This design comes from an exercise in tuning for small area, a short achievable clock period and few clock cycles per item on the open sky130 flow, not from production work.
In this exercise RTL edits were held to simulation tests only and were not proved equivalent to the original.
No activity file was given, so power comes from the tool's default toggle rates.

### design/flow/design.v
module pkt_parser (
    input  wire         clk,
    input  wire         rst,             
    input  wire         in_valid,
    output wire         in_ready,
    input  wire [511:0] in_data,         
    input  wire [6:0]   in_len,          
    input  wire [9:0]   in_port,
    input  wire         in_pass,
    input  wire         in_dpi_hit,
    input  wire [15:0]  in_dpi_tag,
    input  wire         in_from_host,
    input  wire         in_key_mode,
    input  wire [1:0]   in_tunnel,
    input  wire         in_mpls_en,
    input  wire [7:0]   in_port_label,
    input  wire [15:0]  in_tpid_alt,
    input  wire [15:0]  in_vxlan_port,
    input  wire [15:0]  in_geneve_port,
    output wire         out_valid,
    input  wire         out_ready,
    output wire [479:0] out_key,
    output wire [1:0]   out_verdict,     
    output wire [11:0]  out_payload,
    output wire         out_l3v,
    output wire         out_l4v,
    output wire         out_ptp_in,
    output wire [6:0]   out_ptp_off
);
    reg         s_valid, o_valid;
    wire        stall = o_valid & ~out_ready;
    assign in_ready  = ~stall;
    assign out_valid = o_valid;
    always @(posedge clk) begin
        if (rst) begin
            s_valid <= 1'b0;
            o_valid <= 1'b0;
        end else if (~stall) begin
            s_valid <= in_valid;
            o_valid <= s_valid;
        end
    end
    wire [7:0] R [0:127];
    wire       ge [0:127];
    genvar gi;
    generate
        for (gi = 0; gi < 128; gi = gi + 1) begin : g_byte
            if (gi < 64) begin : g_in
                assign R[gi] = in_data[511 - 8*gi -: 8];
            end else begin : g_out
                assign R[gi] = 8'd0;
            end
            if (gi == 0) begin : g_ge0
                assign ge[gi] = 1'b1;
            end else if (gi <= 64) begin : g_gein
                assign ge[gi] = (in_len >= gi);
            end else begin : g_geout
                assign ge[gi] = 1'b0;
            end
        end
    endgenerate
    function is_tag;
        input [15:0] x;
        input [15:0] alt;
        is_tag = (x == 16'h8100) || (x == 16'h88A8) || (alt != 16'h0000 && x == alt);
    endfunction
    function is_ext;
        input [7:0] p;
        is_ext = (p == 8'd0) || (p == 8'd43) || (p == 8'd44) || (p == 8'd60);
    endfunction
    integer i, j, k, w, b;
    wire        eth_ok = ge[14];
    wire [15:0] et [0:2];
    assign et[0] = {R[12], R[13]};
    assign et[1] = {R[16], R[17]};
    assign et[2] = {R[20], R[21]};
    wire        tg0 = is_tag(et[0], in_tpid_alt);
    wire        tg1 = is_tag(et[1], in_tpid_alt);
    wire        tg2 = is_tag(et[2], in_tpid_alt);
    wire        t1 = eth_ok & tg0 & ge[18];          
    wire        t2 = t1 & tg1 & ge[22];              
    wire [2:0]  th = {t2, t1 & ~t2, ~t1};            
    wire [1:0]  tags = {t2, t1 & ~t2};
    wire [2:0]  cth = {t2 & ~tg2, t1 & ~t2 & ~tg1, eth_ok & ~tg0};
    wire        tag_deep = eth_ok & tg0 & ~cth[1] & ~cth[2];
    reg  [2:0]  mp, d4, d6, ep;
    always @(*) begin
        for (i = 0; i < 3; i = i + 1) begin
            mp[i] = cth[i] & in_mpls_en & (et[i] == 16'h8847 || et[i] == 16'h8848);
            d4[i] = cth[i] & (et[i] == 16'h0800) & (~ge[15 + 4*i] | R[14 + 4*i][7:4] == 4'd4);
            d6[i] = cth[i] & (et[i] == 16'h86DD) & (~ge[15 + 4*i] | R[14 + 4*i][7:4] == 4'd6);
            ep[i] = th[i] & eth_ok & (et[i] == 16'h88F7);
        end
    end
    wire [15:0] f_etype_w = ({16{th[0]}} & et[0]) | ({16{th[1]}} & et[1]) | ({16{th[2]}} & et[2]);
    reg  [7:0]  fb;
    reg         m_any, m_stop;
    reg  [2:0]  m_n;
    always @(*) begin
        fb = 8'd0;
        m_n = 3'd0;
        for (i = 0; i < 3; i = i + 1) begin
            m_stop = 1'b0;
            for (j = i; j < i + 6; j = j + 1) begin
                if (mp[i] & ~m_stop & ge[18 + 4*j]) begin
                    m_n = j - i + 1;
                    if (R[16 + 4*j][0]) fb[j] = 1'b1;
                end
                m_stop = m_stop | R[16 + 4*j][0];
            end
        end
    end
    wire        is_mpls = |mp;
    wire        m_ok = |fb;                          
    reg  [8:0]  mk4, mk6;
    reg         m_in;
    always @(*) begin
        mk4 = 9'd0; mk6 = 9'd0; m_in = 1'b0;
        for (j = 0; j < 8; j = j + 1) begin
            m_in       = m_in | (fb[j] & ge[19 + 4*j]);
            mk4[j + 1] = fb[j] & ge[19 + 4*j] & (R[18 + 4*j][7:4] == 4'd4);
            mk6[j + 1] = fb[j] & ge[19 + 4*j] & (R[18 + 4*j][7:4] == 4'd6);
        end
    end
    wire        m_deep = is_mpls & ~m_in;
    wire [19:0] lab0 = ({20{mp[0]}} & {R[14], R[15], R[16][7:4]}) |
                       ({20{mp[1]}} & {R[18], R[19], R[20][7:4]}) |
                       ({20{mp[2]}} & {R[22], R[23], R[24][7:4]});
    wire [2:0]  lab0_tc = ({3{mp[0]}} & R[16][3:1]) | ({3{mp[1]}} & R[20][3:1]) | ({3{mp[2]}} & R[24][3:1]);
    wire [19:0] lab1 = ({20{mp[0]}} & {R[18], R[19], R[20][7:4]}) |
                       ({20{mp[1]}} & {R[22], R[23], R[24][7:4]}) |
                       ({20{mp[2]}} & {R[26], R[27], R[28][7:4]});
    wire [8:0]  kh4 = {6'd0, d4} | mk4;
    wire [8:0]  kh6 = {6'd0, d6} | mk6;
    wire        ip4 = |kh4;
    wire        ip6 = |kh6;
    reg  [7:0]  v4k;                 
    reg  [7:0]  v4u, v4t;
    reg  [3:0]  ihl_k [0:7];
    reg  [15:0] tl_k  [0:7];
    always @(*) begin
        for (k = 0; k < 8; k = k + 1) begin
            ihl_k[k] = R[14 + 4*k][3:0];
            tl_k[k]  = {R[16 + 4*k], R[17 + 4*k]};
            v4k[k]   = kh4[k] & ge[34 + 4*k];
            v4u[k]   = v4k[k] & (ihl_k[k] >= 4'd5) & ({R[20 + 4*k][4:0], R[21 + 4*k]} == 13'd0) &
                       (R[23 + 4*k] == 8'd17);
            v4t[k]   = v4k[k] & (ihl_k[k] >= 4'd5) & ({R[20 + 4*k][4:0], R[21 + 4*k]} == 13'd0) &
                       (R[23 + 4*k] == 8'd6);
        end
    end
    wire        v4_ok = |v4k;
    reg  [2:0]  v6k, v6u, v6t, v6x;
    always @(*) begin
        for (k = 0; k < 3; k = k + 1) begin
            v6k[k]   = kh6[k] & ge[54 + 4*k];
            v6u[k]   = v6k[k] & (R[20 + 4*k] == 8'd17);
            v6t[k]   = v6k[k] & (R[20 + 4*k] == 8'd6);
            v6x[k]   = v6k[k] & is_ext(R[20 + 4*k]);
        end
    end
    wire        v6_ok = |v6k;
    reg  [7:0]   s_b1, s_ttl, s_proto;
    reg  [15:0]  s_fr;
    reg  [31:0]  s4_dip;
    reg  [127:0] s6_dip;
    reg  [15:0]  s_tl;               
    reg  [3:0]   s_ihl;
    reg  [19:0]  s6_flow;
    reg  [15:0]  s6_pl;
    always @(*) begin
        s_b1 = 8'd0; s_ttl = 8'd0; s_proto = 8'd0; s_fr = 16'd0;
        s4_dip = 32'd0; s6_dip = 128'd0; s_tl = 16'd0; s_ihl = 4'd0;
        s6_flow = 20'd0; s6_pl = 16'd0;
        for (k = 0; k < 8; k = k + 1) begin
            s_b1    = s_b1    | ({8{v4k[k]}} & R[15 + 4*k]);
            s_ttl   = s_ttl   | ({8{v4k[k]}} & R[22 + 4*k]);
            s_proto = s_proto | ({8{v4k[k]}} & R[23 + 4*k]);
            s_fr    = s_fr    | ({16{v4k[k]}} & {R[20 + 4*k], R[21 + 4*k]});
            s4_dip  = s4_dip  | ({32{v4k[k]}} & {R[30 + 4*k], R[31 + 4*k], R[32 + 4*k], R[33 + 4*k]});
            s_tl    = s_tl    | ({16{v4k[k]}} & tl_k[k]);
            s_ihl   = s_ihl   | ({4{v4k[k]}} & ihl_k[k]);
        end
        for (k = 0; k < 3; k = k + 1) begin
            s_b1    = s_b1    | ({8{v6k[k]}} & {R[14 + 4*k][3:0], R[15 + 4*k][7:4]});
            s_ttl   = s_ttl   | ({8{v6k[k]}} & R[21 + 4*k]);
            s_proto = s_proto | ({8{v6k[k]}} & R[20 + 4*k]);
            s6_flow = s6_flow | ({20{v6k[k]}} & {R[15 + 4*k][3:0], R[16 + 4*k], R[17 + 4*k]});
            s6_pl   = s6_pl   | ({16{v6k[k]}} & {R[18 + 4*k], R[19 + 4*k]});
            s_tl    = s_tl    | ({16{v6k[k]}} & {R[18 + 4*k], R[19 + 4*k]});
            for (b = 0; b < 16; b = b + 1) begin
                s6_dip[127 - 8*b -: 8] = s6_dip[127 - 8*b -: 8] | ({8{v6k[k]}} & R[38 + 4*k + b]);
            end
        end
    end
    wire        v4_fo   = (s_fr[12:0] != 13'd0);
    wire [1:0]  v4_frag = v4_fo ? 2'b10 : (s_fr[13] ? 2'b01 : 2'b00);
    reg  [7:0]  x_b0, x_b1, x_b2, x_b3;
    reg         x_fit2, x_fit4, x_44;
    always @(*) begin
        x_b0 = 8'd0; x_b1 = 8'd0; x_b2 = 8'd0; x_b3 = 8'd0;
        x_fit2 = 1'b0; x_fit4 = 1'b0; x_44 = 1'b0;
        for (k = 0; k < 3; k = k + 1) begin
            x_b0   = x_b0 | ({8{v6x[k]}} & R[54 + 4*k]);
            x_b1   = x_b1 | ({8{v6x[k]}} & R[55 + 4*k]);
            x_b2   = x_b2 | ({8{v6x[k]}} & R[56 + 4*k]);
            x_b3   = x_b3 | ({8{v6x[k]}} & R[57 + 4*k]);
            x_fit2 = x_fit2 | (v6x[k] & ge[56 + 4*k]);
            x_fit4 = x_fit4 | (v6x[k] & ge[58 + 4*k]);
            x_44   = x_44 | (v6x[k] & (R[20 + 4*k] == 8'd44));
        end
    end
    wire        x1      = |v6x;
    wire        x1_ok   = x_fit2;
    wire [11:0] x1_len  = x_44 ? 12'd8 : {1'b0, x_b1, 3'b000} + 12'd8;
    wire        x1_fr   = x_44 & x_fit4;
    wire        x1_late = x1_fr & ({x_b2, x_b3[7:3]} != 13'd0);
    wire [1:0]  x1_frag = x1_late ? 2'b10 : (x_b3[0] ? 2'b01 : 2'b00);
    wire        x1_nx   = x1_ok & ~x1_late & is_ext(x_b0);
    wire        x1_l4   = x1_ok & ~x1_late & (x_b0 == 8'd17 || x_b0 == 8'd6);
    wire        x1_8    = x_44 | (x_b1 == 8'd0);
    wire        x2_ok   = x1_nx & v6x[0] & x1_8 & ge[64];
    wire [11:0] x2_len  = (R[54] == 8'd44) ? 12'd8 : {1'b0, R[63], 3'b000} + 12'd8;
    wire        x2_big  = {4'd0, x2_len} + 16'd8 > {1'b0, R[18], R[19]};    
    wire        x2_nx   = is_ext(R[62]) || R[62] == 8'd17 || R[62] == 8'd6;
    wire        x_deep  = (x1 & ~x1_ok) | x1_l4 | (x1_nx & ~x2_ok) | (x2_ok & x2_nx);
    reg  [15:0] uw, tw;
    always @(*) begin
        uw = 16'd0; tw = 16'd0;
        for (k = 0; k < 8; k = k + 1)
            for (w = 8; w < 16; w = w + 1)
                if (w - 3 - k >= 5 && w - 3 - k <= 15) begin
                    uw[w] = uw[w] | (v4u[k] & (ihl_k[k] == w - 3 - k));
                    tw[w] = tw[w] | (v4t[k] & (ihl_k[k] == w - 3 - k));
                end
        for (k = 0; k < 3; k = k + 1) begin
            uw[13 + k] = uw[13 + k] | v6u[k];
            tw[13 + k] = tw[13 + k] | v6t[k];
        end
    end
    wire        l4_reach = (|v4u) | (|v4t) | (|v6u) | (|v6t);
    reg  [15:0] uf, tf;              
    reg  [15:0] u_ptp, u_rec, u_vx, u_tge, u_fit8, t_dv, t_fv;
    wire        tun_en = (in_tunnel != 2'b00);
    reg  [15:0] dp;
    always @(*) begin
        uf = 16'd0; tf = 16'd0; u_ptp = 16'd0; u_rec = 16'd0; u_vx = 16'd0;
        u_tge = 16'd0; u_fit8 = 16'd0; t_dv = 16'd0; t_fv = 16'd0;
        for (w = 8; w < 15; w = w + 1) begin
            dp        = {R[4*w + 4], R[4*w + 5]};
            uf[w]     = uw[w] & ge[4*w + 6];
            tf[w]     = tw[w] & ge[4*w + 6];
            u_ptp[w]  = (dp == 16'd319) || (dp == 16'd320);
            u_vx[w]   = (dp == in_vxlan_port);
            u_rec[w]  = tun_en & (u_vx[w] ? (~ge[4*w + 11] | R[4*w + 10][3])
                                          : ((dp == in_geneve_port) &
                                             (~ge[4*w + 14] | (R[4*w + 10][7:6] == 2'b00 &&
                                                               {R[4*w + 12], R[4*w + 13]} == 16'h6558))));
            u_tge[w]  = ge[4*w + 10];
            u_fit8[w] = ge[4*w + 18];
            t_dv[w]   = ge[4*w + 15];
            t_fv[w]   = ge[4*w + 16];
        end
    end
    wire [15:0] vg   = uf & u_rec & u_tge;           
    wire [15:0] vgf  = vg & u_fit8;                  
    wire [15:0] vxf  = vgf & u_vx;
    wire [15:0] gnf  = vgf & ~u_vx;
    wire        u_ok = |uf;
    wire        t_ok = |tf;
    wire        l4_ok = u_ok | t_ok;
    wire        vg_ok = |vgf;
    wire        l4_deep = l4_reach & ~l4_ok;
    wire        u_deep  = |(uf & u_rec & ~u_tge);
    wire        vg_deep = |(vg & ~u_fit8);
    wire        inner    = vg_ok & (in_tunnel == 2'b10);
    wire        in_ok    = (in_tunnel == 2'b10) & ge[64] & ~tg0 & (et[0] == 16'h0800) & (R[14] == 8'h45) &
                           ({R[20][4:0], R[21]} == 13'd0) & (R[23] == 8'd17) & u_rec[8] &
                           (u_vx[8] | R[42][5:0] == 6'd0);
    wire        in_deep  = inner & ~in_ok;
    wire [15:0] l4w = uf | tf;
    reg  [31:0] l4_ports;
    reg  [15:0] u_len;
    reg         u_lv, u_ptp_in, u_ptp_s;
    reg  [6:0]  u_ptp_off;
    reg  [3:0]  u_ptp_type;
    reg  [7:0]  t_b12, t_b13, g_b0;
    reg         t_dvs;
    reg  [23:0] g_vni;
    always @(*) begin
        l4_ports = 32'd0; u_len = 16'd0; u_lv = 1'b0; u_ptp_in = 1'b0; u_ptp_s = 1'b0;
        u_ptp_off = 7'd0; u_ptp_type = 4'd0; t_b12 = 8'd0; t_b13 = 8'd0; g_b0 = 8'd0;
        t_dvs = 1'b0; g_vni = 24'd0;
        for (w = 8; w < 15; w = w + 1) begin
            l4_ports   = l4_ports | ({32{l4w[w]}} & {R[4*w + 2], R[4*w + 3], R[4*w + 4], R[4*w + 5]});
            u_len      = u_len | ({16{uf[w]}} & {R[4*w + 6], R[4*w + 7]});
            u_lv       = u_lv | (uf[w] & ge[4*w + 8]);
            u_ptp_s    = u_ptp_s | (uf[w] & u_ptp[w]);
            u_ptp_in   = u_ptp_in | (uf[w] & u_ptp[w] & ge[4*w + 11]);
            u_ptp_off  = u_ptp_off | ({7{uf[w] & u_ptp[w] & ge[4*w + 11]}} & (4*w + 10));
            u_ptp_type = u_ptp_type | ({4{uf[w] & u_ptp[w] & ge[4*w + 11]}} & R[4*w + 10][3:0]);
            t_b12      = t_b12 | ({8{tf[w]}} & R[4*w + 14]);
            t_b13      = t_b13 | ({8{tf[w] & t_fv[w]}} & R[4*w + 15]);
            t_dvs      = t_dvs | (tf[w] & t_dv[w]);
            g_b0       = g_b0 | ({8{vgf[w]}} & R[4*w + 10]);
            g_vni      = g_vni | ({24{vgf[w]}} & {R[4*w + 14], R[4*w + 15], R[4*w + 16]});
        end
    end
    wire        t_fvs = |(tf & t_fv);
    wire [3:0]  t_d   = t_b12[7:4];
    wire [7:0]  g_opt = {g_b0[5:0], 2'b00};
    reg  [15:0] gbad;
    always @(*) begin
        gbad = 16'd0;
        for (w = 8; w < 15; w = w + 1)
            gbad[w] = ge[4*w + 8] & ({9'd0, R[4*w + 10][5:0], 2'b00} + 17'd16 > {1'b0, R[4*w + 6], R[4*w + 7]});
    end
    wire        g_bad = |(gnf & gbad);
    wire deep_a = ~eth_ok | tag_deep | m_deep | (ip4 & ~v4_ok) | (ip6 & ~v6_ok) | (x1 & ~x1_ok);
    wire [14:8] w_udeep = u_rec[14:8] & ~u_tge[14:8];
    wire [14:8] w_vgnf  = u_rec[14:8] & u_tge[14:8] & ~u_fit8[14:8];
    wire [14:8] w_ptp   = u_ptp[14:8];
    wire [14:8] w_vx    = u_vx[14:8];
    wire [14:8] w_gbad  = gbad[14:8];
    wire        s_eth = eth_ok & ~m_ok & ~v4_ok & ~v6_ok;
    wire        s_m   = m_ok & ~v4_ok & ~v6_ok;
    wire        s_x1  = x1_ok & ~x2_ok;
    wire        profile = in_key_mode | ~(v4_ok | v6_ok);
    reg         l2_ptp, l2_in;
    reg  [6:0]  l2_off;
    reg  [3:0]  l2_type;
    always @(*) begin
        l2_ptp = 1'b0; l2_in = 1'b0; l2_off = 7'd0; l2_type = 4'd0;
        for (i = 0; i < 3; i = i + 1) begin
            l2_ptp  = l2_ptp | ep[i];
            l2_in   = l2_in | (ep[i] & ge[15 + 4*i]);
            l2_off  = l2_off | ({7{ep[i] & ge[15 + 4*i]}} & (14 + 4*i));
            l2_type = l2_type | ({4{ep[i] & ge[15 + 4*i]}} & R[14 + 4*i][3:0]);
        end
    end
    reg [511:0] q_data;
    reg [64:1]  q_ge;            
    reg         q_pass, q_dpi_hit, q_from_host;
    reg [9:0]   q_port;
    reg [7:0]   q_port_label;
    reg [15:0]  q_dpi_tag;
    reg         q_eth_ok, q_t1, q_t2, q_profile;
    reg [2:0]   q_mp, q_m_n, q_v6k, q_v6x;
    reg [7:0]   q_v4k;
    reg         q_x1_ok, q_x1_fr;
    reg [14:8]  q_uf, q_tf, q_vgf;
    reg         q_in_ok, q_deep_a, q_l4_reach, q_tun10, q_x2big;
    reg         q_v4ok, q_v6ok, q_sip_hi;
    reg         q_s_eth, q_s_m, q_x_44;
    reg [7:0]   q_fb;
    reg [14:8]  q_udeep, q_vgnf, q_uptp, q_uvx;
    reg [15:0]  q_tl;            
    reg [3:0]   q_ihl;           
    reg         q_l2_ptp, q_l2_in;
    reg [6:0]   q_l2_off;
    reg [3:0]   q_l2_type;
    always @(posedge clk) begin
        if (in_ready) begin
            q_data <= in_data;
            for (b = 1; b <= 64; b = b + 1) q_ge[b] <= ge[b];
            q_pass <= in_pass; q_dpi_hit <= in_dpi_hit; q_from_host <= in_from_host;
            q_port <= in_port; q_port_label <= in_port_label; q_dpi_tag <= in_dpi_tag;
            q_eth_ok <= eth_ok; q_t1 <= t1; q_t2 <= t2; q_profile <= profile;
            q_mp <= mp; q_m_n <= m_n; q_v6k <= v6k; q_v6x <= v6x; q_v4k <= v4k;
            q_x1_ok <= x1_ok; q_x1_fr <= x1_fr;
            q_uf <= uf[14:8]; q_tf <= tf[14:8]; q_vgf <= vgf[14:8];
            q_in_ok <= in_ok; q_deep_a <= deep_a; q_l4_reach <= l4_reach; q_tun10 <= (in_tunnel == 2'b10);
            q_tl <= s_tl; q_ihl <= s_ihl; q_x2big <= x2_big;
            q_v4ok <= v4_ok; q_v6ok <= v6_ok; q_sip_hi <= ~profile & v6_ok;
            q_s_eth <= s_eth; q_s_m <= s_m; q_fb <= fb; q_x_44 <= x_44;
            q_udeep <= w_udeep; q_vgnf <= w_vgnf; q_uptp <= w_ptp; q_uvx <= w_vx;
            q_l2_ptp <= l2_ptp; q_l2_in <= l2_in; q_l2_off <= l2_off; q_l2_type <= l2_type;
        end
    end
    wire [7:0] Q  [0:127];
    wire       qge [0:127];
    generate
        for (gi = 0; gi < 128; gi = gi + 1) begin : g_qbyte
            if (gi < 64) begin : g_in
                assign Q[gi] = q_data[511 - 8*gi -: 8];
            end else begin : g_out
                assign Q[gi] = 8'd0;
            end
            if (gi == 0) begin : g_ge0
                assign qge[gi] = 1'b1;
            end else if (gi <= 64) begin : g_gein
                assign qge[gi] = q_ge[gi];
            end else begin : g_geout
                assign qge[gi] = 1'b0;
            end
        end
    endgenerate
    wire        q4 = q_v4ok;
    wire [2:0]  q_th = {q_t2, q_t1 & ~q_t2, ~q_t1};
    wire        q6 = q_v6ok;
    reg  [7:0]   p_b1, p_ttl, p_proto;
    reg  [15:0]  p_fr;
    reg  [31:0]  p4_dip;
    reg  [127:0] p6_dip;
    reg  [19:0]  p6_flow;
    reg  [7:0]   p_x0, p_x2, p_x3;
    always @(*) begin
        p_b1 = 8'd0; p_ttl = 8'd0; p_proto = 8'd0; p_fr = 16'd0;
        p4_dip = 32'd0; p6_dip = 128'd0; p6_flow = 20'd0;
        p_x0 = 8'd0; p_x2 = 8'd0; p_x3 = 8'd0;
        for (k = 0; k < 8; k = k + 1) begin
            p_b1    = p_b1    | ({8{q_v4k[k]}} & Q[15 + 4*k]);
            p_ttl   = p_ttl   | ({8{q_v4k[k]}} & Q[22 + 4*k]);
            p_proto = p_proto | ({8{q_v4k[k]}} & Q[23 + 4*k]);
            p_fr    = p_fr    | ({16{q_v4k[k]}} & {Q[20 + 4*k], Q[21 + 4*k]});
            p4_dip  = p4_dip  | ({32{q_v4k[k]}} & {Q[30 + 4*k], Q[31 + 4*k], Q[32 + 4*k], Q[33 + 4*k]});
        end
        for (k = 0; k < 3; k = k + 1) begin
            p_b1    = p_b1    | ({8{q_v6k[k]}} & {Q[14 + 4*k][3:0], Q[15 + 4*k][7:4]});
            p_ttl   = p_ttl   | ({8{q_v6k[k]}} & Q[21 + 4*k]);
            p_proto = p_proto | ({8{q_v6k[k]}} & Q[20 + 4*k]);
            p6_flow = p6_flow | ({20{q_v6k[k]}} & {Q[15 + 4*k][3:0], Q[16 + 4*k], Q[17 + 4*k]});
            for (b = 0; b < 16; b = b + 1)
                p6_dip[127 - 8*b -: 8] = p6_dip[127 - 8*b -: 8] | ({8{q_v6k[k]}} & Q[38 + 4*k + b]);
            p_x0 = p_x0 | ({8{q_v6x[k]}} & Q[54 + 4*k]);
            p_x2 = p_x2 | ({8{q_v6x[k]}} & Q[56 + 4*k]);
            p_x3 = p_x3 | ({8{q_v6x[k]}} & Q[57 + 4*k]);
        end
    end
    reg  [7:0]   p_x1;
    always @(*) begin
        p_x1 = 8'd0;
        for (k = 0; k < 3; k = k + 1)
            p_x1 = p_x1 | ({8{q_v6x[k]}} & Q[55 + 4*k]);
    end
    wire        px1_late = q_x1_fr & ({p_x2, p_x3[7:3]} != 13'd0);
    wire        px1_nx   = q_x1_ok & ~px1_late & is_ext(p_x0);
    wire        px1_l4   = q_x1_ok & ~px1_late & (p_x0 == 8'd17 || p_x0 == 8'd6);
    wire        px1_8    = q_x_44 | (p_x1 == 8'd0);
    wire        q_x2_ok  = px1_nx & q_v6x[0] & px1_8 & qge[64];
    wire        px2_nx   = is_ext(Q[62]) || Q[62] == 8'd17 || Q[62] == 8'd6;
    wire        q_s_x1   = q_x1_ok & ~q_x2_ok;
    wire [14:8] q_vxf    = q_vgf & q_uvx;
    wire [14:8] q_gnf    = q_vgf & ~q_uvx;
    wire        q_l4_ok  = |(q_uf | q_tf);
    wire        q_nl4x   = ~q_l4_ok & ~q_x1_ok;
    wire        q_deep   = q_deep_a | px1_l4 | (px1_nx & ~q_x2_ok) | (q_x2_ok & px2_nx) |
                           (q_l4_reach & ~q_l4_ok) | (|(q_uf & q_udeep)) | (|(q_uf & q_vgnf)) |
                           ((|q_vgf) & q_tun10 & ~q_in_ok);
    reg  [15:0] p_ulen;
    reg  [3:0]  p_td;
    reg         q_ulv, q_tdv, q_u_ptp, q_u_in;
    reg  [6:0]  q_u_off;
    reg  [3:0]  q_u_type;
    reg  [14:8] q_tfv;
    always @(*) begin
        p_ulen = 16'd0; p_td = 4'd0; q_ulv = 1'b0; q_tdv = 1'b0;
        q_u_ptp = 1'b0; q_u_in = 1'b0; q_u_off = 7'd0; q_u_type = 4'd0; q_tfv = 7'd0;
        for (w = 8; w < 15; w = w + 1) begin
            p_ulen   = p_ulen | ({16{q_uf[w]}} & {Q[4*w + 6], Q[4*w + 7]});
            p_td     = p_td | ({4{q_tf[w]}} & Q[4*w + 14][7:4]);
            q_ulv    = q_ulv | (q_uf[w] & qge[4*w + 8]);
            q_tdv    = q_tdv | (q_tf[w] & qge[4*w + 15]);
            q_tfv[w] = q_tf[w] & qge[4*w + 16];
            q_u_ptp  = q_u_ptp | (q_uf[w] & q_uptp[w]);
            q_u_in   = q_u_in | (q_uf[w] & q_uptp[w] & qge[4*w + 11]);
            q_u_off  = q_u_off | ({7{q_uf[w] & q_uptp[w] & qge[4*w + 11]}} & (4*w + 10));
            q_u_type = q_u_type | ({4{q_uf[w] & q_uptp[w] & qge[4*w + 11]}} & Q[4*w + 10][3:0]);
        end
    end
    wire        q_ptp      = q_l2_ptp | q_u_ptp;
    wire        q_ptp_in   = q_l2_in | q_u_in;
    wire [6:0]  q_ptp_off  = q_l2_off | q_u_off;
    wire [3:0]  q_ptp_type = q_l2_type | q_u_type;
    wire [1:0]  p4_frag = (p_fr[12:0] != 13'd0) ? 2'b10 : (p_fr[13] ? 2'b01 : 2'b00);
    wire [1:0]  px1_frag = ({p_x2, p_x3[7:3]} != 13'd0) ? 2'b10 : (p_x3[0] ? 2'b01 : 2'b00);
    wire [14:8] q_l4 = q_uf | q_tf;
    reg  [31:0] p_ports;
    reg  [7:0]  p_tb13;
    reg  [23:0] p_vni;
    always @(*) begin
        p_ports = 32'd0; p_tb13 = 8'd0; p_vni = 24'd0;
        for (w = 8; w < 15; w = w + 1) begin
            p_ports = p_ports | ({32{q_l4[w]}} & {Q[4*w + 2], Q[4*w + 3], Q[4*w + 4], Q[4*w + 5]});
            p_tb13  = p_tb13 | ({8{q_tfv[w]}} & Q[4*w + 15]);
            p_vni   = p_vni | ({24{q_vgf[w]}} & {Q[4*w + 14], Q[4*w + 15], Q[4*w + 16]});
        end
    end
    wire [11:0] px1_len = q_x_44 ? 12'd8 : {1'b0, p_x1, 3'b000} + 12'd8;
    wire [11:0] px2_len = (Q[54] == 8'd44) ? 12'd8 : {1'b0, Q[63], 3'b000} + 12'd8;
    wire [16:0] q_ipl    = {1'b0, q_tl} - {11'd0, q_ihl, 2'b00};
    wire        q_v4bad  = (q_ihl < 4'd5) || (q_tl < {10'd0, q_ihl, 2'b00});
    wire        q_v6bad  = (q_tl == 16'd0) && (p_proto != 8'd59);
    wire        q_x1big  = {4'd0, px1_len} > {1'b0, q_tl};
    wire        p_len_ip = (q4 & q_v4bad) | (q6 & q_v6bad) | (q_x1_ok & q_x1big) | (q_x2_ok & q_x2big);
    reg  [5:0]  p_gx;        
    always @(*) begin
        p_gx = 6'd0;
        for (w = 8; w < 12; w = w + 1)
            p_gx = p_gx | ({6{q_vgf[w]}} & Q[4*w + 10][5:0]);
    end
    wire        p_gbad   = (|q_gnf) & q_ulv & ({9'd0, p_gx, 2'b00} + 17'd16 > {1'b0, p_ulen});
    wire        p_length = p_len_ip | p_gbad |
                           (q_ulv & ((p_ulen < 16'd8) || ($signed({1'b0, p_ulen}) > $signed(q_ipl)))) |
                           (q_tdv & ((p_td < 4'd5) || ($signed({11'd0, p_td, 2'b00}) > $signed(q_ipl))));
    reg  [11:0] p_pay;
    reg  [11:0] px1_pay;
    always @(*) begin
        p_pay = 12'd0;
        for (i = 0; i < 3; i = i + 1)
            if (q_s_eth & q_th[i]) p_pay = p_pay | (14 + 4*i);
        for (j = 0; j < 8; j = j + 1)
            if (q_s_m & q_fb[j]) p_pay = p_pay | (18 + 4*j);
        for (k = 0; k < 8; k = k + 1)
            if (q_v4k[k] & ~q_l4_ok) p_pay = p_pay | ({8'd0, Q[14 + 4*k][3:0]} * 4 + 14 + 4*k);
        for (k = 0; k < 3; k = k + 1)
            if (q_v6k[k] & q_nl4x) p_pay = p_pay | (54 + 4*k);
        px1_pay = ({12{q_v6x[0]}} & 12'd54) | ({12{q_v6x[1]}} & 12'd58) | ({12{q_v6x[2]}} & 12'd62);
        if (q_s_x1) p_pay = p_pay | (px1_pay + px1_len);
        if (q_x2_ok) p_pay = p_pay | (12'd62 + px2_len);
        for (w = 8; w < 15; w = w + 1) begin
            if (q_uf[w] & ~q_vgf[w]) p_pay = p_pay | (4*w + 10);
            if (q_tf[w]) begin
                if (qge[4*w + 15]) p_pay = p_pay | ({8'd0, Q[4*w + 14][7:4]} * 4 + 4*w + 2);
                else               p_pay = p_pay | (4*w + 22);
            end
            if (q_vxf[w] & ~q_in_ok) p_pay = p_pay | (4*w + 18);
            if (q_gnf[w] & ~q_in_ok) p_pay = p_pay | ({4'd0, Q[4*w + 10][5:0], 2'b00} + 4*w + 18);
        end
        if (q_in_ok) p_pay = p_pay | 12'd64;
    end
    reg  [15:0] pw;
    always @(*) begin
        pw = 16'd0;
        for (i = 0; i < 3; i = i + 1)
            if (q_s_eth & q_th[i]) pw[3 + i] = 1'b1;
        for (j = 0; j < 8; j = j + 1)
            if (q_s_m & q_fb[j]) pw[4 + j] = 1'b1;
        for (k = 0; k < 8; k = k + 1)
            if (q_v4k[k] & ~q_l4_ok)
                for (w = 3; w < 16; w = w + 1)
                    if (w - 3 - k >= 0 && w - 3 - k <= 15 && Q[14 + 4*k][3:0] == w - 3 - k) pw[w] = 1'b1;
        for (k = 0; k < 3; k = k + 1)
            if (q_v6k[k] & q_nl4x) pw[13 + k] = 1'b1;
        if (q_s_x1 & q_v6x[0] & (q_x_44 | p_x1 == 8'd0)) pw[15] = 1'b1;
        for (w = 8; w < 14; w = w + 1)
            if (q_uf[w] & ~q_vgf[w]) pw[w + 2] = 1'b1;       
        for (w = 8; w < 15; w = w + 1) begin
            if (q_tf[w]) begin
                if (qge[4*w + 15]) begin
                    for (k = 0; k < 16 - w; k = k + 1)
                        if (Q[4*w + 14][7:4] == k) pw[w + k] = 1'b1;
                end else begin
                    if (w + 5 < 16) pw[w + 5] = 1'b1;
                end
            end
        end
        for (w = 8; w < 12; w = w + 1) begin
            if (q_vxf[w] & ~q_in_ok)
                pw[w + 4] = 1'b1;
            if (q_gnf[w] & ~q_in_ok)
                for (k = 0; k < 12 - w; k = k + 1)
                    if (Q[4*w + 10][5:0] == k) pw[w + 4 + k] = 1'b1;
        end
    end
    wire [15:0] q_sw  = q_profile ? pw : ({5'd0, q_v4k, 3'd0} | {8'd0, q_v6k, 5'd0});
    wire        q_sw0 = q_profile & ~q_eth_ok;
    reg [127:0] sh;
    always @(*) begin
        sh = 128'd0;
        for (b = 0; b < 16; b = b + 1) begin
            sh[127 - 8*b -: 8] = {8{q_sw0 & qge[b + 1]}} & Q[b];
            for (w = 3; w < 16; w = w + 1)
                sh[127 - 8*b -: 8] = sh[127 - 8*b -: 8] | ({8{q_sw[w] & qge[4*w + 3 + b]}} & Q[4*w + 2 + b]);
        end
    end
    wire [47:0]  f_da    = q_eth_ok ? {Q[0], Q[1], Q[2], Q[3], Q[4], Q[5]} : 48'd0;
    wire [47:0]  f_sa    = q_eth_ok ? {Q[6], Q[7], Q[8], Q[9], Q[10], Q[11]} : 48'd0;
    wire [15:0]  f_etype = {16{q_eth_ok}} & (({16{q_th[0]}} & {Q[12], Q[13]}) |
                                             ({16{q_th[1]}} & {Q[16], Q[17]}) |
                                             ({16{q_th[2]}} & {Q[20], Q[21]}));
    wire [1:0]   f_tags  = {q_t2, q_t1 & ~q_t2};
    wire [11:0]  f_ovid  = q_t1 ? {Q[14][3:0], Q[15]} : 12'd0;
    wire [2:0]   f_opcp  = q_t1 ? Q[14][7:5] : 3'd0;
    wire         f_odei  = q_t1 & Q[14][4];
    wire [11:0]  f_ivid  = q_t2 ? {Q[18][3:0], Q[19]} : 12'd0;
    wire [2:0]   f_ipcp  = q_t2 ? Q[18][7:5] : 3'd0;
    wire [19:0]  q_lab0 = ({20{q_mp[0]}} & {Q[14], Q[15], Q[16][7:4]}) |
                          ({20{q_mp[1]}} & {Q[18], Q[19], Q[20][7:4]}) |
                          ({20{q_mp[2]}} & {Q[22], Q[23], Q[24][7:4]});
    wire [2:0]   q_lab0_tc = ({3{q_mp[0]}} & Q[16][3:1]) | ({3{q_mp[1]}} & Q[20][3:1]) | ({3{q_mp[2]}} & Q[24][3:1]);
    wire [19:0]  q_lab1 = ({20{q_mp[0]}} & {Q[18], Q[19], Q[20][7:4]}) |
                          ({20{q_mp[1]}} & {Q[22], Q[23], Q[24][7:4]}) |
                          ({20{q_mp[2]}} & {Q[26], Q[27], Q[28][7:4]});
    wire         q_has0  = (q_m_n != 3'd0);
    wire [19:0]  f_label0 = q_has0 ? q_lab0 : 20'd0;
    wire [2:0]   f_mpls_tc = q_has0 ? q_lab0_tc : 3'd0;
    wire [19:0]  f_label1 = (q_m_n > 3'd1) ? q_lab1 : 20'd0;
    wire [1:0]   f_l3type = {q6, q4};
    wire [5:0]   f_dscp   = p_b1[7:2];
    wire [1:0]   f_ecn    = p_b1[1:0];
    wire [7:0]   f_proto  = q_x2_ok ? Q[62] : (q_x1_ok ? p_x0 : p_proto);
    wire [127:0] f_sip    = {sh[127:32], sh[31:0]};    
    wire [127:0] f_dip    = {p6_dip[127:32], p6_dip[31:0] | p4_dip};
    wire [1:0]   f_frag   = q4 ? p4_frag : (q_x1_fr ? px1_frag : 2'b00);
    wire         f_l4v    = |q_l4;
    wire         f_tcpf_v = |q_tfv;
    wire [1:0]   f_tun    = {|q_gnf, |q_vxf};
    wire [47:0]  f_inner_da    = q_in_ok ? {Q[50], Q[51], Q[52], Q[53], Q[54], Q[55]} : 48'd0;
    wire [15:0]  f_inner_etype = q_in_ok ? {Q[62], Q[63]} : 16'd0;
    wire [95:0] common = {
        q_profile, q_pass, q_port, q_port_label, q_dpi_hit, q_dpi_tag,
        f_tun, p_vni, f_tags, f_ovid, f_opcp, q_m_n,
        q_ptp, q_ptp_type, f_l3type, f_frag, f_l4v, f_tcpf_v, q_from_host, 1'b0
    };
    wire [383:0] ip_key = {
        f_sip, f_dip, f_proto, f_dscp, f_ecn, p_ttl, p6_flow,
        p_ports, p_tb13, f_label0, f_ivid, f_mpls_tc, 9'd0
    };
    wire [383:0] l2_key = {
        f_da, f_sa, f_etype, f_ivid, f_ipcp, f_odei, f_label0, f_label1, f_mpls_tc,
        f_inner_da, f_inner_etype, sh, 21'd0
    };
    wire [479:0] r_key     = {common,
                          ({96{q_profile}} & l2_key[383:288]) | ({96{q_sip_hi}} & ip_key[383:288]),
                          q_profile ? l2_key[287:0] : ip_key[287:0]};
    reg [479:0] o_key;
    reg [1:0]   o_verdict;
    reg [11:0]  o_payload;
    reg         o_l3v, o_l4v, o_ptp_in;
    reg [6:0]   o_ptp_off;
    always @(posedge clk) begin
        if (~stall) begin
            o_key     <= r_key;
            o_verdict <= p_length ? 2'd2 : (q_deep ? 2'd1 : 2'd0);
            o_payload <= p_pay;
            o_l3v     <= (q4 & ~q_v4bad) | (q6 & ~q_v6bad);
            o_l4v     <= f_l4v;
            o_ptp_in  <= q_ptp_in;
            o_ptp_off <= q_ptp_off;
        end
    end
    assign out_key     = o_key;
    assign out_verdict = o_verdict;
    assign out_payload = o_payload;
    assign out_l3v     = o_l3v;
    assign out_l4v     = o_l4v;
    assign out_ptp_in  = o_ptp_in;
    assign out_ptp_off = o_ptp_off;
endmodule
### design/flow/config.mk
export PLATFORM = sky130hd
export DESIGN_NAME = pkt_parser
export DESIGN_NICKNAME = pkt_parser
export VERILOG_FILES = /design/flow/design.v
export SDC_FILE = /design/flow/constraint.sdc
export NUM_CORES = 4
export LEC_CHECK = 0
export CAP_MARGIN = 20
export CORE_MARGIN = 2
export CORE_UTILIZATION = 25
export GPL_ROUTABILITY_DRIVEN = 1
export PLACE_DENSITY = 0.35
export SLEW_MARGIN = 20
### design/flow/constraint.sdc
create_clock -name core_clock -period 12.0 [get_ports {clk}]
set_input_delay 2.4000 -clock core_clock [delete_from_list [all_inputs] [get_ports {clk}]]
set_output_delay 2.4000 -clock core_clock [all_outputs]
set_load 0.01 [all_outputs]
### design/flow/flow/run.sh
#!/bin/bash
# Layout flow: the standard layout (standard.sh, ORFS from synthesis to
# the final layout), with these changes:
# - the buffer that ORFS puts on every input and output port is the
#   library's smallest buffer, buf_1, instead of the cell buffer_ports picks
#   by default (a clkdlybuf4s50_1 delay cell); every port still gets its own
#   buffer;
# - the pin placer keeps out_ready and in_ready next to each other, as
#   in_ready is out_ready through one gate;
set -euo pipefail
export BUFFER_PORTS_ARGS="-buffer_cell sky130_fd_sc_hd__buf_1"
export PLACE_PINS_ARGS="-group_pins {out_ready in_ready}"
export SETUP_SLACK_MARGIN=6.8
bash standard.sh > flow.log 2>&1
### design/flow/standard.sh
#!/bin/bash
# synth_recipe.tcl (not shown) runs the flow's synth.tcl, then flattens the netlist and writes it again
# the make line also repeats each setting of config.mk as NAME=value (left out here)
make -C /OpenROAD-flow-scripts/flow DESIGN_CONFIG=/design/flow/config.mk WORK_HOME=/design/flow/orfs CLKGATE_MAP_FILE= SYNTH_SCRIPT=/design/flow/synth_recipe.tcl "${@:-finish}"
==> results of run 1 <==
==> state kept, by name (all words and copies together) (netlist names), 5 cells and up <==
| signal | flops |
|---|---|
| o_key | 470 |
| o_payload | 11 |
| o_ptp_off | 5 |
| q_data | 512 |
| q_dpi_tag | 16 |
| q_fb | 8 |
| q_ge | 64 |
| q_port | 10 |
| q_port_label | 8 |
| q_tf | 7 |
| q_tl | 16 |
| q_udeep | 7 |
| q_uf | 7 |
| q_uptp | 7 |
| q_v4k | 8 |
| q_vgnf | 6 |
==> power by group <==
group | leakage [nW] | switching [mW] | internal (mW)
logic | 16.5 | 2.65 | 0.780
clock network | 2.31 | 2.02 | 2.58
registers | 13.1 | 0.490 | 5.08
==> logic make-up after synthesis <==
| kind of cell | after synthesis |
|---|---|
| AO/OA/AOI/OAI | 2459 |
| XOR/XNOR | 346 |
| adder cells (fa/ha/maj) | 104 |
| multiplexers | 33 |
| AND/OR/NAND/NOR | 2397 |
| flip-flops | 1219 |
| other | 1 |
| buffers and inverters | 1004 |
==> synthesized netlist by cell type (50+ instances only) <==
master	n	share of area, %
a211oi_1	50	0.49
a21oi_1	226	1.5
a221oi_1	125	1.4
a222oi_1	312	4.1
a22o_1	76	0.87
a22oi_1	405	4.0
a31oi_1	106	0.87
a32oi_1	161	1.8
and2_1	133	1.1
and3_1	100	0.82
buf_1	88	0.43
buf_2	61	0.40
clkbuf_1	639	3.1
edfxtp_1	1217	48
ha_1	102	1.7
inv_1	163	0.80
nand2_1	669	3.3
nand3_1	334	2.2
nand4_1	205	1.7
nor2_1	345	1.7
nor2b_1	50	0.41
nor3_1	131	0.86
nor4_1	119	0.97
o211ai_1	61	0.60
o21ai_0	268	1.8
o22ai_1	106	0.87
xnor2_1	198	2.3
xor2_1	148	1.7
==> layer usage <==
metal	vias up	GRT usage (%)
li1	32800	-
met4	66	36.65
met2	9609	64.65
met1	47590	59.48
met3	2680	22.37
met5	-	2.038
==> worst max-delay path, delay by kind of cell (launching register included) <==
kind / cells / cell delay, ns
buffers and inverters: 4 / 1.69
AND/OR/NAND/NOR: 3 / 1.28
flip-flops: 1 / 0.49
AO/OA/AOI/OAI: 5 / 1.57
==> final timing paths <==
| path | slack, ns | to |
|---|---|---|
| max reg2reg | 6.37 | o_key[275] |
| min reg2reg | 0.42 | o_key[477] |
| max | 6.37 | o_key[275] |
| min | 0.42 | o_key[477] |
==> cells in the final DEF, fill, tap and decap left out, types with 97 or more instances in the layout <==
cell | synthesis | routed
and3_1 | 100 | 97
nand4_1 | 205 | 205
inv_1 | 163 | 159
nor3_1 | 131 | 111
a32oi_1 | 161 | 160
a22oi_1 | 405 | 401
nor2_1 | 345 | 331
a222oi_1 | 312 | 312
xor2_1 | 148 | 148
nand2_1 | 669 | 667
xnor2_1 | 198 | 198
ha_1 | 102 | 102
o21ai_0 | 268 | 261
a31oi_1 | 106 | 98
nand3_1 | 334 | 333
edfxtp_1 | 1217 | 1217
buf_4 | 32 | 589
nor4_1 | 119 | 105
diode_2 | 0 | 163
a21oi_1 | 226 | 216
a221oi_1 | 125 | 124
o22ai_1 | 106 | 105
clkbuf_16 | 0 | 155
and2_1 | 133 | 126
buf_1 | 88 | 1075
==> timing repair <==
item | CTS | global route
gates resized for setup | 113 | 56
endpoints found under the setup margin | 435 | 165
gates cloned | 2 | 0
hold buffers | 0 | 0
pin swaps | 15 | 5
buffers inserted | 29 | 10
==> through the flow <==
step	power, mW	cells	hold WS (ns)	setup slack, ns
finish	13.60	13020	0.4167	6.371
global route	13.67	12920	0.4206	6.722
CTS	13.31	12840	0.4178	6.647
detailed placement	8.703	12540	0.4054	4.890
global placement	8.720	12530	0.4003	4.934
floorplan	6.611	7576	0.4003	-9.286
==> area by class of cell <==
cell class,instances,area (µm²)
tap,4100,5130
fill,32150,211400
clock inverter,87,807.0
timing repair inverter,1,5.005
clock buffer,182,3980
multi-input combinational,5354,36930
sequential,1219,36590
antenna,163,407.9
inverter,168,646.9
timing repair buffer,1749,9389
==> results_dict.tcl, run 1 <==
set metrics [dict create \
    status "complete, no violations" \
    routed-wl-met2_um 299700 \
    grt_max_degree 151 \
    wl_per_cell_um 60.03 \
    root_buffer "clkbuf_16" \
    route.layer.met1.wl_um 298700 \
    crit_required_ns 12.49 \
    layout_min_cycle_time_ns 5.629 \
    area_growth_pct 22.66 \
    grt_pass1_vias 83420 \
    synth_cell_types 101 \
    hold_path.startpoint "q_port[9]" \
    drt_first_pass_iters 17 \
    die_w_um 557.3 \
    setup_viol 0 \
    p_leak_nw 31.99 \
    portBuffers 1104 \
    cp-startpoint "q_v4k[1]" \
    grt_pass1_wl_um 968700 \
    finalSetupTns_ns 0 \
    cts_buffers 153 \
    die_y_um 557.3 \
    ios 1118 \
    wl_met3_um 107600 \
    irDropWorstVdd_v 0.00009919 \
    powerDensity_nw_per_um2 144.8 \
    ant_nets 0 \
    cpMostUsedCell "buf_6" \
    grt_util_all_layers_pct 48.35 \
    r2r-start "q_v4k[1]" \
    place_area_um2 87500 \
    synth_mux_area_share_pct 0.4348 \
    crit_path_start_kind "flip-flop" \
    avgSynthCellArea_um2 10.12 \
    dieArea_um2 310600 \
    avgViaCountPerCell 7.121 \
    relSlewSlack_pct 10.94 \
    top_layer_used "met5" \
    antenna_found_initial 188 \
    route.detailed.drc 0 \
    gp_congestion 1.105 \
    setup.worst_path.class "flip-flop to flip-flop" \
    slowest_stage "nor2_1" \
    synth_edf_count 1217 \
    initial_utilization_pct 25.07 \
    synthesis.area_um2 76540 \
    grt_setup_unrepaired "true" \
    htreeDepth 4 \
    drive_above_1_share_pct 12.73 \
    synth-async-reset-ratio_pct 0 \
    num_vias 92740 \
    cts_num_sinks 1219 \
    row_count 203 \
    max_stage_delay_ns 0.76 \
    final_area_um2 93880 \
    synthXorXnorAreaFrac_pct 3.959 \
    hpwl_um 583300 \
    fin_util_pct 30.75 \
    synth_top_family_by_area "compound AO/OA/AOI/OAI gates" \
    cts_buffer_depth 4 \
    fmax_mhz 177.6 \
    drt_iter0_drc 19670 \
    synth-seq-cells 1219 \
    max_cap_violations 0 \
    cp.arrival_ns 6.12 \
    period_share_pct 46.91 \
    synth_warnings 3 \
    end_kind "flip-flop" \
    slew_violations 0 \
    rr_worst_depth 12 \
    synth_fa_ha_area_share_pct 1.720 \
    fin_skew_ns 0.09966 \
    insertion_delay_ns 0.92 \
    wl_um 781800 \
    holdPathStages 0 \
    synthCells 7563 \
    hold_viol_final 0 \
    yosys.area_share.simple_pct 16.23 \
    path_max_fanout 44 \
    synth-seq-area-share_pct 47.80 \
    cts_tree "done" \
    hp-class "flip-flop to flip-flop" \
    core_area_um2 305300 \
    cp_cell_sequence "buf_6 -> buf_6 -> and3b_1 -> a22o_1 -> a32oi_1 -> a31o_2 -> buf_4 -> buf_6 -> o22ai_1 -> nand4b_1 -> nor2_1 -> a21oi_1" \
    grt_overflow 0 \
    worstMarginPinSlew_ns 1.331 \
    nets 9362 \
    clk_pin_slew_ns 0.06 \
    synth_ff_type "edfxtp_1" \
    synth_compound_area_share_pct 24.58 \
]
Testbench counts, summed over its fixed seeds: cycles 4,016, items 4,000.
==> run 2: changes to the inputs <==
--- a/design/flow/config.mk
+++ b/design/flow/config.mk
@@ -10,2 +10,5 @@
 export CORE_UTILIZATION = 25
+export CTS_BUF_LIST = sky130_fd_sc_hd__clkbuf_16
+export CTS_CLUSTER_DIAMETER = 60
+export CTS_CLUSTER_SIZE = 20
 export GPL_ROUTABILITY_DRIVEN = 1
==> run 2 against run 1 <==
  * Global-route usage down 0.079 points
  * Cell area up 0.18%
  * Combinational power about the same
==> results_dict.tcl, run 2 <==
set metrics [dict create \
    cts_buffer_depth 4 \
    dieArea_um2 310600 \
    top_register "q_data" \
    gp_congestion 1.105 \
    end_kind "flip-flop" \
    finalNonFillerCells 13020 \
    hold_viol_final 0 \
    ios 1118 \
    cts_num_sinks 1219 \
    slew_violations 0 \
    p_int_mw 8.381 \
    avgViaCountPerCell 7.133 \
    route.detailed.drc 0 \
    postLayoutSetupSlackWorst_ns 6.404 \
    dpl.cell_count 12540 \
    setup_viol 0 \
    die_y_um 557.3 \
    htreeDepth 4 \
    irDropWorstVdd_v 0.0001183 \
    path_max_fanout 28 \
    slowest_stage "nor3_1" \
    cp_cell_sequence "buf_4 -> inv_1 -> ha_1 -> nor2b_1 -> a32oi_1 -> nand4_1 -> a2111oi_4 -> a21oi_4 -> buf_4 -> buf_4 -> a32oi_1 -> o21ai_0 -> nor3_1 -> mux2i_1" \
    synth-seq-cells 1219 \
    layout_min_cycle_time_ns 5.596 \
    initial_utilization_pct 25.07 \
    endpoint "o_key[103]" \
    crit_required_ns 12.46 \
    setup.worst_path.class "flip-flop to flip-flop" \
    path_buf_inv 4 \
    cp-startpoint "q_data[170]" \
    synth_ff_type "edfxtp_1" \
    top_regs "q_data x512, o_key x470, q_ge x64" \
    grt_max_degree 151 \
    final_cell_mix "1217 x edfxtp_1, 1076 x buf_1, 667 x nand2_1" \
    switching_share_pct 38.79 \
    ant_nets 0 \
    grt_util_all_layers_pct 48.27 \
    max_stage_delay_ns 0.69 \
    synthesis.area_um2 76540 \
    p_leak_nw 32.08 \
    cp.arrival_ns 6.06 \
    cpMostUsedCell "buf_4" \
    insertion_delay_ns 0.91 \
    total_power_mw 13.69 \
    period_share_pct 46.64 \
    status "complete, no violations" \
    fillers 32110 \
    p_switching_mw 5.311 \
    avgSynthCellArea_um2 10.12 \
    core_area_um2 305300 \
    cts_buffers 144 \
    drt_iter0_drc 20080 \
    power_frac_seq_pct 40.7 \
    cpLargestDelayFamily "simple AND/OR/NAND/NOR gates" \
    worstMarginPinSlew_ns 1.424 \
    synth-async-reset-ratio_pct 0 \
    wl_per_cell_um 60.06 \
    clk_pin_slew_ns 0.08 \
    nets 9354 \
    root_buffer "clkbuf_16" \
    drt_first_pass_iters 15 \
    r2r_end "o_key[103]" \
    relSlewSlack_pct 4.720 \
    pwr-share-clk_pct 34.3 \
    worst-path-stages 14 \
    synth_warnings 3 \
    crit_path_start_kind "flip-flop" \
    portBuffers 1104 \
    netlist_top_cells_count "1217 x edfxtp_1, 669 x nand2_1, 639 x clkbuf_1" \
    synth_area_leader_cell "edfxtp_1" \
    powerDensity_nw_per_um2 145.6 \
    rr_worst_depth 14 \
    finalSetupTns_ns 0 \
    synth_edf_count 1217 \
    power_frac_comb_pct 25.0 \
    row_count 203 \
    area_growth_pct 22.88 \
    antenna_found_initial 184 \
    grt_pass1_wl_um 967600 \
    num_vias 92870 \
    wl_um 782000 \
    synth_cell_types 101 \
    die_w_um 557.3 \
    yosysMostFrequentCell "edfxtp_1" \
    synth_top_area_share_pct 47.75 \
    cts_tree "done" \
    largest_reg_flops 512 \
    final_common_cell "edfxtp_1" \
    fin_hold_ws_ns 0.4140 \
    r2r-start "q_data[170]" \
    synth-seq-area-share_pct 47.80 \
    fin_skew_ns 0.07742 \
    grt_overflow 0 \
    hp-class "flip-flop to flip-flop" \
    fmax_mhz 178.7 \
    synthTopCellsByArea "edfxtp_1 48%, a222oi_1 4.1%, a22oi_1 4.0%" \
    rrSetupSlack_ns 6.40 \
    hpwl_um 583300 \
    synthCells 7563 \
    grt_pass1_vias 83480 \
    drive_above_1_share_pct 13.13 \
    dp_slack_ns 4.890 \
    max_cap_violations 0 \
    grt_setup_unrepaired "true" \
]
==> run 2: cell counts after synthesis <==
Identical to the previous run, type by type.
==> run 2: repair_timing <==
action                                 in CTS  in global routing
hold buffers                                0                  0
setup endpoints to repair                 436                158
gates cloned                                2                  0
endpoints found under the hold margin       0                  0
buffers inserted                           31                 13
gates resized for setup                   108                 58
pin swaps                                  14                  6
==> run 2: per-layer routing <==
metal	share of wire [%]	track usage [%]
met1	38	59.14
met2	39	64.53
met3	14	22.55
met4	9.4	36.91
met5	0.13	2.038
==> run 2: per-stage QoR <==
| stage | utilization [%] | cell area, µm² |
|---|---|---|
| floorplan | - | 76600 |
| global placement | 28.64 | 87430 |
| detailed placement | 28.66 | 87500 |
| CTS | 30.52 | 93180 |
| global route | 30.70 | 93740 |
| finish | 30.81 | 94050 |
==> run 2: final cells by class <==
type,instances,area (µm²),area share [%]
diodes,166,415.4,0.4417
clock buffers,146,3654,3.885
clock inverters,115,1324,1.407
inverters,168,646.9,0.6878
multi-input cells,5354,36940,39.28
flip-flops and latches,1219,36590,38.90
well taps,4100,5130,5.454
repair buffers,1750,9353,9.944
repair inverters,1,5.005,0.005321
==> run 2: power by group through the flow <==
stage / clock network [mW] / logic, mW / registers (mW)
after global routing: 4.90 / 3.31 / 5.55
final: 4.70 / 3.43 / 5.57
after global placement: 0 / 3.11 / 5.62
after floorplan: 0 / 1.11 / 5.50
after CTS: 4.77 / 3.13 / 5.52
after detailed placement: 0 / 3.09 / 5.61
==> run 2: how the worst min path moves through the flow <==
stage               startpoint  slack (ns)  cells past startpoint          to
3_5_place_dp     q_dpi_tag[13]        0.41                      0  o_key[456]
2_1_floorplan      q_from_host        0.40                      0  o_key[385]
5_1_grt              q_port[3]        0.42                      0  o_key[471]
3_3_place_gp   q_port_label[0]        0.40                      0  o_key[460]
4_1_cts              q_port[3]        0.42                      0  o_key[471]
6_report             q_port[3]        0.41                      0  o_key[471]
==> run 2: cells by family after synthesis <==
group / Yosys count / synth area share (%)
multiplexers: 33 / 0.4348
other: 1 / 0.004899
buffers and inverters: 1004 / 5.275
flip-flops: 1219 / 47.80
XOR/XNOR: 346 / 3.959
AO/OA/AOI/OAI: 2459 / 24.58
adder cells (fa/ha/maj): 104 / 1.720
AND/OR/NAND/NOR: 2397 / 16.23
==> run 2: worst register-to-register path: cells and delay by family (launching register included) <==
kind,cells,cell delay [ns]
AOI/OAI and AO/OA,5,1.35
and+or+nand+nor,3,1.32
buffers and inverters,4,1.26
muxes,1,0.48
adders and majority gates,1,0.43
DFF,1,0.33

-- what the ideal ports hide --
The results above use ideal ports. As a check the final layouts listed here were re-extracted and re-timed, cells and wires unchanged.
Step 1: set_driving_cell puts a clkbuf_16 on clk and a buf_2 on each other input, an assumption about the parent block.
Step 2, shift: input delay + t, output delay - t, t = (earliest + latest rising clock arrival at the registers) / 2. This alone moves slack from input paths to output paths.
a / b / c = no drivers / after step 1 / after step 2; a / b = the first two.
run	shift t [ns]	slack for setup (ns)	slew at the worst register clock pin (ns)
run 1	0.991	6.371 / 6.371 / 5.898	0.07 / 0.07
run 2	0.990	6.404 / 6.404 / 5.919	0.08 / 0.08
After both steps every run listed still meets setup and hold. For run 2, which loses most, drivers alone change the setup slack by 0.000 ns; drivers and shift together by -0.485 ns.
